Source: an optimization exercise on an open RTL-to-GDS flow (aim: small area, a short achievable clock period and few clock cycles per item). Production flows keep margins and buffers that such runs may drop.
At most, simulation tests tie the RTL to the original design; equivalence was not proved.

==> flow/design.v (excerpt) <==
module aes_cell (
    input  wire         clk,
    input  wire         rst,           
    input  wire         in_valid,
    output wire         in_ready,
    input  wire         in_decrypt,    
    input  wire         in_key256,     
    input  wire [255:0] in_key,
    input  wire [127:0] in_block,
    output reg          out_valid,
    output reg  [127:0] out_block
);
Size: ~520 I/O pins, about 0.10 mm^2 of cells after synthesis.
clock: 12.0 ns
lec_check: 0
cap_margin: 20
core_margin: 2
core_utilization: 40
place_density: 0.6
slew_margin: 20
standard.sh (not shown) runs the stock make flow with config.mk's settings and CLKGATE_MAP_FILE= SYNTH_SCRIPT=/design/flow/synth_recipe.tcl, a recipe that flattens the netlist after the stock synthesis.
==> flow/flow/run.sh <==
#!/bin/bash
# Own layout flow: the standard ORFS flow, except that
#  - synthesis maps the combinational logic with the ABC script in
#    flow/abc.script instead of ORFS's, and
#  - repair_timing aims for the setup margin in flow/margin.txt (ns below the
#    12 ns clock), so that the design is sized for a shorter achieved period.
# The clock period, SDC and everything else are the standard flow's.
set -euo pipefail
W=$PWD
MARGIN=$(cat "$W/flow/margin.txt")
cat > "$W/own_synth.tcl" <<EOF2
proc abc {args} {
  set i [lsearch -exact \$args -script]
  if {\$i >= 0} { set args [lreplace \$args [expr {\$i + 1}] [expr {\$i + 1}] $W/flow/abc.script] }
  puts "own_synth: abc with \$args"
  yosys abc {*}\$args
}
source $W/synth_recipe.tcl
EOF2
sed "s#SYNTH_SCRIPT=[^ ]*#SYNTH_SCRIPT=$W/own_synth.tcl#" standard.sh > own_standard.sh
grep -q "own_synth.tcl" own_standard.sh
bash own_standard.sh SETUP_SLACK_MARGIN=$MARGIN finish > "$W/flow_make.log" 2>&1
==> flow/flow/abc.script <==
&get -n
&st
&dch
&nf -p
&put
==> flow/flow/margin.txt <==
8.0
The baseline finished with timing, DRC and antenna clean.
Change:
==> flow/flow/abc.script (replaced) <==
&get -n
&st
&dch
&nf
&put
Outcome:
- wire length stays flat
- cell area goes up slightly
- global-route usage went down by 0.29 points
- worst setup slack is worse by 0.11 ns
- count of clock-buffer cells in the layout goes up by 24
- worst hold slack is about the same
- flip-flop and latch count stays the same
- die area hardly moves
- via count goes up slightly
- maximum frequency falls by a few percent
No run of this note included a check of the RTL's function; only the layout flow was run.

---

## oak
Another version of the RTL of aes_cell (not shown whole).
Size in the first run: ~1,300 flip-flops, about 520 I/O pins, roughly 0.095 mm² of cells after synthesis.
// aes_cell
module aes_cell (
    input  wire         clk,
    input  wire         rst,           
    input  wire         in_valid,
    output wire         in_ready,
    input  wire         in_decrypt,    
    input  wire         in_key256,     
    input  wire [255:0] in_key,
    input  wire [127:0] in_block,
    output reg          out_valid,
    output reg  [127:0] out_block
);
export LEC_CHECK = 0
export CAP_MARGIN = 20
export CORE_MARGIN = 2
export CORE_UTILIZATION = 40
export PLACE_DENSITY = 0.6
export SLEW_MARGIN = 20
create_clock -name core_clock -period 12.0 [get_ports {clk}]
==> flow/flow/run.sh <==
#!/bin/bash
# Own layout flow: the standard ORFS flow (standard.sh), except that
#  - synthesis maps the combinational logic with the ABC script in
#    flow/abc.script instead of ORFS's (registers are mapped before ABC, as
#    in the standard synthesis), and
#  - the ORFS make variables in flow/make_args.txt (one per line) are added:
#    a setup margin for repair_timing, so the design is sized for a shorter
#    achieved period than the 12 ns clock, and the buffer cell for the port
#    buffers.
# The clock period, SDC and everything else are the standard flow's.
set -euo pipefail
W=$PWD
cat > "$W/own_synth.tcl" <<EOF2
proc abc {args} {
  set i [lsearch -exact \$args -script]
  if {\$i >= 0} { set args [lreplace \$args [expr {\$i + 1}] [expr {\$i + 1}] $W/flow/abc.script] }
  puts "own_synth: abc with \$args"
  yosys abc {*}\$args
}
source $W/synth_recipe.tcl
EOF2
sed "s#SYNTH_SCRIPT=[^ ]*#SYNTH_SCRIPT=$W/own_synth.tcl#" standard.sh > own_standard.sh
grep -q "own_synth.tcl" own_standard.sh
ARGS=()
while IFS= read -r line; do
  [[ -n "$line" && "$line" != \#* ]] && ARGS+=("$line")
done < "$W/flow/make_args.txt"
bash own_standard.sh "${ARGS[@]}" finish > "$W/flow_make.log" 2>&1
==> flow/flow/abc.script <==
&get -n
&st
&dch
&nf
&put
==> flow/flow/make_args.txt <==
SETUP_SLACK_MARGIN=8.0
BUFFER_PORTS_ARGS=-buffer_cell sky130_fd_sc_hd__buf_1
Testbench counts of oak, summed over its fixed seeds: cycles 47,949, items 3,200.
#### Input delta (pine over oak)
Settings: CTS_CLUSTER_SIZE: unset -> 20; CTS_CLUSTER_DIAMETER: unset -> 150.
==> flow/flow/abc.script <==
&get -n
&st
&dch
&nf -p -R 10
&put
Notes after the runs:
Per the final summary, pine finished and its layout is clean on timing, DRC and antenna.
[compare] base=oak new=pine: layout-stage area growth over the synthesis result decreased 2.5 points, share of the final layout cell area in sequential cells increased 0.71 points, routed wire length increased 0.46%, number of cells produced by synthesis essentially unchanged.
pine vs. oak: synthesized area went down by about 0.8%.
Last element of the critical path = q_st[98]: oak; last element of the critical path = q_st[87]: pine
Diff oak -> pine: critical path depth up 4; overall die width down about 0.4%.

---

Another version of the RTL of aes_cell (not shown whole).
## aes_cell
module aes_cell (
    input  wire         clk,
    input  wire         rst,           
    input  wire         in_valid,
    output wire         in_ready,
    input  wire         in_decrypt,    
    input  wire         in_key256,     
    input  wire [255:0] in_key,
    input  wire [127:0] in_block,
    output reg          out_valid,
    output reg  [127:0] out_block
);
Settings: LEC_CHECK=0, CAP_MARGIN=20, CORE_MARGIN=2, CORE_UTILIZATION=40, PLACE_DENSITY=0.6, SLEW_MARGIN=20; clock period 12.0 ns.
==> flow/flow/abc.script <==
&get -n
&st
&dch
&nf
&put
Scripts as last shown in full above: flow/flow/run.sh, flow/flow/make_args.txt
The starting point finished with timing, DRC and antenna clean.
Next try:
==> flow/flow/run.sh (replaced) <==
#!/bin/bash
# Own layout flow: the standard ORFS flow, except that
#  - synthesis maps the combinational logic with the ABC script in
#    flow/abc.script instead of ORFS's, and
#  - repair_timing aims for the setup margin in flow/margin.txt (ns below the
#    12 ns clock), so that the design is sized for a shorter achieved period.
# The clock period, SDC and everything else are the standard flow's.
set -euo pipefail
W=$PWD
MARGIN=$(cat "$W/flow/margin.txt")
cat > "$W/own_synth.tcl" <<EOF2
proc abc {args} {
  set i [lsearch -exact \$args -script]
  if {\$i >= 0} { set args [lreplace \$args [expr {\$i + 1}] [expr {\$i + 1}] $W/flow/abc.script] }
  puts "own_synth: abc with \$args"
  yosys abc {*}\$args
}
source $W/synth_recipe.tcl
EOF2
sed "s#SYNTH_SCRIPT=[^ ]*#SYNTH_SCRIPT=$W/own_synth.tcl#" standard.sh > own_standard.sh
grep -q "own_synth.tcl" own_standard.sh
bash own_standard.sh SETUP_SLACK_MARGIN=$MARGIN finish > "$W/flow_make.log" 2>&1
==> flow/flow/margin.txt (new file) <==
8.0
removed: flow/flow/make_args.txt
Result:
- wire length shrinks by a few percent
- maximum frequency shrinks slightly
- final cell count shrinks slightly
- global-route usage shrinks by 2.8 points
- final area grows slightly
- worst hold slack gets better by 0.022 ns
- synthesized cell count does not change
- synthesized area is unchanged
- utilization grows by 0.65 points
- clock-buffer cell count shrinks by 9
- worst setup slack gets worse by 0.029 ns
Next try:
==> flow/flow/abc.script (replaced) <==
&get -n
&st
&dch
&nf -p
&put
Final cell count barely changes.
Synthesized area barely changes.
Routed wire length rises by a few percent.
Global-route usage rises by 3.1 points.
Worst setup slack is better by 0.024 ns.
Count of clock-buffer cells in the layout rises by 3.
Worst hold slack is better by 0.0038 ns.
Non-clock buffer count rises by 38.
Core utilization rises by 0.61 points.
Function was not checked in any run of this note: the RTL went through the layout flow alone.

-- port drivers added, routing unchanged --
No port has a modelled driver above. Below, the same layouts with a new extraction and two added sets of constraints. Step 1 sets driving cells, clkbuf_16 on the clock port and buf_2 on the other inputs (assumed; they add their load-dependent delay and slew). Step 2 moves the port delays by t, midway between the first and last clock arrival at a register: inputs arrive t later, outputs are due t later. That takes back most of the time a late clock gives input paths. a / b / c = ideal ports / drivers / drivers and shift; a / b = the first two.
run | t (ns) | setup slack, ns | worst setup path at the end | worst register clock-pin slew, ns | worst slew at a driven data input, ns
the first run of note 1 | 0.964 | 7.870 / 7.870 / 7.652 | input to register | 0.07 / 0.07 | 0.11
the second run of note 1 | 0.972 | 7.761 / 7.761 / 7.387 | input to register | 0.07 / 0.07 | 0.09
oak | 0.962 | 7.729 / 7.729 / 7.103 | input to register | 0.08 / 0.08 | 0.07
pine | 0.907 | 7.778 / 7.778 / 7.110 | input to register | 0.11 / 0.11 | 0.09
the first run of note 3 | 0.953 | 7.828 / 7.828 / 7.755 | input to register | 0.07 / 0.07 | 0.22
the second run of note 3 | 0.977 | 7.799 / 7.799 / 7.303 | input to register | 0.07 / 0.07 | 0.10
the third run of note 3 | 0.970 | 7.824 / 7.824 / 7.347 | input to register | 0.07 / 0.07 | 0.14
After both steps setup and hold are still met in every run listed. For pine, which loses most, drivers alone change the setup slack by 0.000 ns; drivers and shift together by -0.668 ns.
